Context: an optimization exercise on an open-source flow, tuned for small area. The choices shown serve that exercise and are no tape-out recipe.
RTL that was checked went through simulation tests only; none was proved equivalent to the original.
No activity file was given, so power comes from the tool's default toggle rates.

job 2043:
// chk_unit
module chk_unit (
    input  wire        clk,
    input  wire        rst,
    input  wire        f_valid,
    input  wire        f_sof,
    input  wire        f_eof,
    input  wire [2:0]  f_ctx,
    input  wire [7:0]  f_data,
    output reg         v_valid,
    output reg  [2:0]  v_ctx,
    output reg  [1:0]  v_res,
    output reg         v_cfg,
    input  wire        reg_we,
    input  wire        reg_re,
    input  wire [2:0]  reg_ctx,
    input  wire [3:0]  reg_addr,
    input  wire [31:0] reg_wdata,
    output wire [31:0] reg_rdata
);
Settings: LEC_CHECK=0, CAP_MARGIN=20, CORE_MARGIN=2, CORE_UTILIZATION=55, CTS_BUF_LIST=sky130_fd_sc_hd__clkbuf_8, CTS_CLUSTER_DIAMETER=50, CTS_CLUSTER_SIZE=18, SLEW_MARGIN=20; clock period 12.0 ns.
run.sh (not shown) runs the stock make flow with config.mk's settings and CLKGATE_MAP_FILE= SYNTH_SCRIPT=/design/flow/synth_recipe.tcl, a recipe that flattens the netlist after the stock synthesis.
Job 2043 finished all stages; the layout is clean.
For job 964, these inputs were changed with respect to job 2043:
Settings: PLACE_DENSITY now 0.72, previously not set; CTS_CLUSTER_DIAMETER no longer set, was 50; CTS_CLUSTER_SIZE no longer set, was 18; SLEW_MARGIN now 10, was 20; CORE_UTILIZATION now 65, was 55; CAP_MARGIN now 10, was 20; CTS_BUF_LIST no longer set, was sky130_fd_sc_hd__clkbuf_8.
==> flow/flow/run.sh (new file) <==
#!/bin/bash
# Own layout flow: the standard flow (standard synthesis, floorplan, power
# grid, placement, routing) with these changes:
#  - the clock tree is built from clkbuf_8 cells driving clusters of at most
#    18 flip-flops, without the dummy loads CTS adds to balance its levels;
#  - the input and output ports are buffered with buf_1 cells;
#  - after global routing, gates off the critical paths are downsized
#    (repair_timing -recover_power 100).
# Each tool's full output stays in the ORFS logs under orfs/logs; the make
# run's own output goes to standard.log in this folder.
set -euo pipefail
export CTS_ARGS="-sink_clustering_enable -repair_clock_nets -sink_clustering_size 18 -sink_clustering_max_diameter 50 -buf_list sky130_fd_sc_hd__clkbuf_8 -dont_use_dummy_load"
export BUFFER_PORTS_ARGS="-buffer_cell sky130_fd_sc_hd__buf_1"
export RECOVER_POWER=100
bash standard.sh finish > standard.log 2>&1
==> flow/standard.sh (new file) <==
#!/bin/bash
# synth_recipe.tcl (not shown) runs the flow's synth.tcl, then flattens the netlist and writes it again
# the make line also repeats each setting of config.mk as NAME=value (left out here)
make -C /OpenROAD-flow-scripts/flow DESIGN_CONFIG=/design/flow/config.mk WORK_HOME=/design/flow/orfs CLKGATE_MAP_FILE= SYNTH_SCRIPT=/design/flow/synth_recipe.tcl "${@:-finish}"
removed: flow/run.sh
Results
Summary of the comparison: worst slack at placement is higher in job 964, relative to job 2043.
Job 964 vs job 2043 on worst slew margin relative to its limit: job 964 is the lower one.
Setup WNS job 2043 -> job 964: worse
Number of buffers other than clock buffers in the final layout was lower in job 964 than in job 2043.
End of the critical path: g_ctx[5].r_repeat[14] -> job 964, g_ctx[6].r_pass[28] -> job 2043
Min proportion of final cell area spent on non-clock buffers across job 964 and job 2043: job 964
When the final numbers for job 964 and job 2043 were put side by side, the critical path depth turned out to be smaller in job 964.
Going from job 2043 to job 964, clock tree buffer count of the final layout shrinks by 6.0%.
Job 964: all stages done; final checks FAILED (max-capacitance violations, max-slew violations).
Inputs modified between job 964 and job 2226:
==> flow/flow/run.sh <==
#!/bin/bash
# Own layout flow: the standard flow (standard synthesis, floorplan, power
# grid, placement, routing) with two changes:
#  - the clock tree is built from clkbuf_8 cells driving clusters of at most
#    18 flip-flops, without the dummy loads CTS adds to balance its levels;
#  - the input and output ports are buffered with buf_2 cells.
# Each tool's full output stays in the ORFS logs under orfs/logs; the make
# run's own output goes to standard.log in this folder.
set -euo pipefail
export CTS_ARGS="-sink_clustering_enable -repair_clock_nets -sink_clustering_size 18 -sink_clustering_max_diameter 50 -buf_list sky130_fd_sc_hd__clkbuf_8 -dont_use_dummy_load"
export BUFFER_PORTS_ARGS="-buffer_cell sky130_fd_sc_hd__buf_2"
bash standard.sh finish > standard.log 2>&1
[summary]
Job 2226 against job 964; achievable frequency is up by more than 10%. Diff job 964..job 2226 | share of the synthesized area in compound gates (AO/OA/AOI/OAI) | unchanged. Status | job 964 and job 2226 | clean except job 964. To summarise job 964: no stage aborted, but the layout did not pass its checks, failing on max-capacitance violations, max-slew violations. Re final hold violation count: no difference whatsoever between job 964 and job 2226. Across both runs, setup slack was higher for job 2226 than for job 964. Changes observed in job 2226 relative to job 964: post-route worst hold slack -0.052 ns; clock skew ~0 delta; clock power held. On first-pass GRT wire length: between job 964 and job 2226, it ends up lower for job 964. Where remaining max-slew budget at the tightest pin is concerned, job 964 is outperformed by job 2226.
Inputs modified between job 2226 and job 8847:
Settings: CTS_CLUSTER_DIAMETER: unset -> 60; CTS_BUF_LIST: unset -> sky130_fd_sc_hd__clkbuf_16; CTS_CLUSTER_SIZE: unset -> 30; PLACE_DENSITY: 0.72 -> unset; SLEW_MARGIN: 10 -> 20; CAP_MARGIN: 10 -> 20; CORE_UTILIZATION: 65 -> 55.
==> flow/run.sh (new file) <==
#!/bin/bash
# synth_recipe.tcl (not shown) runs the flow's synth.tcl, then flattens the netlist and writes it again
# the make line also repeats each setting of config.mk as NAME=value (left out here)
make -C /OpenROAD-flow-scripts/flow DESIGN_CONFIG=/design/flow/config.mk WORK_HOME=/design/flow/orfs CLKGATE_MAP_FILE= SYNTH_SCRIPT=/design/flow/synth_recipe.tcl finish
removed: flow/flow/run.sh
removed: flow/standard.sh
Notes after the runs:
- Floorplan die height, job 8847 and job 2226: larger value in job 8847
- The lower total power per unit cell area of job 8847 and job 2226 is in job 2226.
- Of job 8847 and job 2226, job 8847 shows the higher buffers plus inverters on the worst setup path, with job 2226 below it.
- Power attributed to combinational cells (higher): job 8847
- Power delta for job 8847 relative to job 2226: 13% higher
- Going from job 2226 to job 8847, wire length up 13 mm; number of standard cells in the final layout excluding fillers rose by 5.0%; final period demand of the worst path now sits lower; total instance count after detailed placement now sits higher; placeable core region saw an increase.
Function was not checked in any run of this note: the RTL went through the layout flow alone.

* * *

== lagoon ==
Another version of the RTL of chk_unit (not shown whole).
Size in the first run: roughly 6000 cells after synthesis, about 2100 flip-flops, roughly 96 I/O pins.
clock: 12.0 ns
lec_check: 0
cap_margin: 10
core_margin: 2
core_utilization: 70
place_density: 0.76
slew_margin: 10
standard.sh (not shown) runs the stock make flow with config.mk's settings and CLKGATE_MAP_FILE= SYNTH_SCRIPT=/design/flow/synth_recipe.tcl, a recipe that flattens the netlist after the stock synthesis.
==> flow/flow/run.sh <==
#!/bin/bash
# Own layout flow: the standard flow (standard synthesis, floorplan, power
# grid, placement, routing) with two changes:
#  - the clock tree is built from clkbuf_8 cells driving clusters of at most
#    18 flip-flops, without the dummy loads CTS adds to balance its levels;
#  - the input and output ports are buffered with buf_1 cells.
# Each tool's full output stays in the ORFS logs under orfs/logs; the make
# run's own output goes to standard.log in this folder.
set -euo pipefail
export CTS_ARGS="-sink_clustering_enable -repair_clock_nets -sink_clustering_size 18 -sink_clustering_max_diameter 50 -buf_list sky130_fd_sc_hd__clkbuf_8 -dont_use_dummy_load"
export BUFFER_PORTS_ARGS="-buffer_cell sky130_fd_sc_hd__buf_1"
bash standard.sh finish > standard.log 2>&1
lagoon | stages: all done | timing, DRC, antenna: all pass
Changes in harbor relative to lagoon:
- PLACE_DENSITY changed from 0.76 to 0.72
- CORE_UTILIZATION changed from 70 to 65
- CTS_CLUSTER_SIZE newly set to 18
- CTS_BUF_LIST newly set to sky130_fd_sc_hd__clkbuf_8
- CTS_CLUSTER_DIAMETER newly set to 50
==> flow/run.sh (new file) <==
#!/bin/bash
# synth_recipe.tcl (not shown) runs the flow's synth.tcl, then flattens the netlist and writes it again
# the make line also repeats each setting of config.mk as NAME=value (left out here)
make -C /OpenROAD-flow-scripts/flow DESIGN_CONFIG=/design/flow/config.mk WORK_HOME=/design/flow/orfs CLKGATE_MAP_FILE= SYNTH_SCRIPT=/design/flow/synth_recipe.tcl finish
removed: flow/flow/run.sh
removed: flow/standard.sh
[summary]
- Going from lagoon to harbor, critical path's largest stage delay increased 0.07 ns; global-route wire length before repair increased 4.7 mm; shortest clock period the worst path allows after layout held steady; total CTS buffers went up.
- Sequential share of cell area delta for harbor relative to lagoon: 1.5 points lower
- oh[6]$_DFF_P_ as the start point of the critical path was reported by lagoon, and oh[3]$_DFF_P_ by harbor.
- Total power after layout: harbor and lagoon compared, higher one is harbor
- Portion of total power attributed to the clock network: harbor > lagoon
- Of the two values seen for destination of the critical timing path, g_ctx[0].r_gap[13]$_DFFE_PP_ was produced by lagoon and g_ctx[6].r_lost[10]$_DFFE_PP_ by harbor.
Input changes introduced in pepper (baseline for comparison: harbor):
- CTS_CLUSTER_DIAMETER no longer set, was 50
- CTS_BUF_LIST no longer set, was sky130_fd_sc_hd__clkbuf_8
- CTS_CLUSTER_SIZE no longer set, was 18
==> flow/flow/run.sh (new file) <==
#!/bin/bash
# Own layout flow: the standard flow (standard synthesis, floorplan, power
# grid, placement, routing) with two changes:
#  - the clock tree is built from clkbuf_8 cells driving clusters of at most
#    18 flip-flops, without the dummy loads CTS adds to balance its levels;
#  - the input and output ports are buffered with buf_2 cells.
# Each tool's full output stays in the ORFS logs under orfs/logs; the make
# run's own output goes to standard.log in this folder.
set -euo pipefail
export CTS_ARGS="-sink_clustering_enable -repair_clock_nets -sink_clustering_size 18 -sink_clustering_max_diameter 50 -buf_list sky130_fd_sc_hd__clkbuf_8 -dont_use_dummy_load"
export BUFFER_PORTS_ARGS="-buffer_cell sky130_fd_sc_hd__buf_2"
bash standard.sh finish > standard.log 2>&1
==> flow/standard.sh (new file) <==
#!/bin/bash
# synth_recipe.tcl (not shown) runs the flow's synth.tcl, then flattens the netlist and writes it again
# the make line also repeats each setting of config.mk as NAME=value (left out here)
make -C /OpenROAD-flow-scripts/flow DESIGN_CONFIG=/design/flow/config.mk WORK_HOME=/design/flow/orfs CLKGATE_MAP_FILE= SYNTH_SCRIPT=/design/flow/synth_recipe.tcl "${@:-finish}"
removed: flow/run.sh
--- outcome ---
- Comparing total leakage power for harbor and pepper, the bigger number came from harbor.
- pepper vs harbor — worst hold slack dropped 0.018 ns.
- Non-clock buffer count in the final layout went up by a few percent going from harbor to pepper.
- Overall fraction of global-route tracks in use of harbor is on par with pepper.
- pepper — number of antenna repair diodes 4 higher, harbor as reference

port drivers added, routing unchanged:
The results above use ideal ports. As a check the final layouts listed here were re-extracted and re-timed, cells and wires unchanged. Step 1 (the two cells are an assumption about what drives the block):
set clk [get_ports {clk}]
set_driving_cell -lib_cell sky130_fd_sc_hd__clkbuf_16 $clk
set_driving_cell -lib_cell sky130_fd_sc_hd__buf_2 [delete_from_list [all_inputs] $clk]
Step 2 moves the port delays by t, midway between the first and last clock arrival at a register: inputs arrive t later, outputs are due t later. That takes back most of the time a late clock gives input paths. a / b / c = ideal ports / drivers / drivers and shift; a / b = the first two.
| run | shift t [ns] | slack for setup (ns) | pins driven straight from the clock port |
|---|---|---|---|
| job 2043 | 1.071 | 2.806 / 2.806 / 2.806 | 1 |
| job 964 | 0.982 | 1.417 / 1.417 / 1.417 | 1 |
| job 2226 | 0.987 | 2.565 / 2.565 / 2.565 | 1 |
| job 8847 | 0.892 | 2.719 / 2.719 / 2.719 | 1 |
| lagoon | 1.023 | 2.575 / 2.575 / 2.575 | 1 |
| harbor | 0.998 | 2.575 / 2.575 / 2.575 | 1 |
| pepper | 0.976 | 2.560 / 2.560 / 2.560 | 1 |
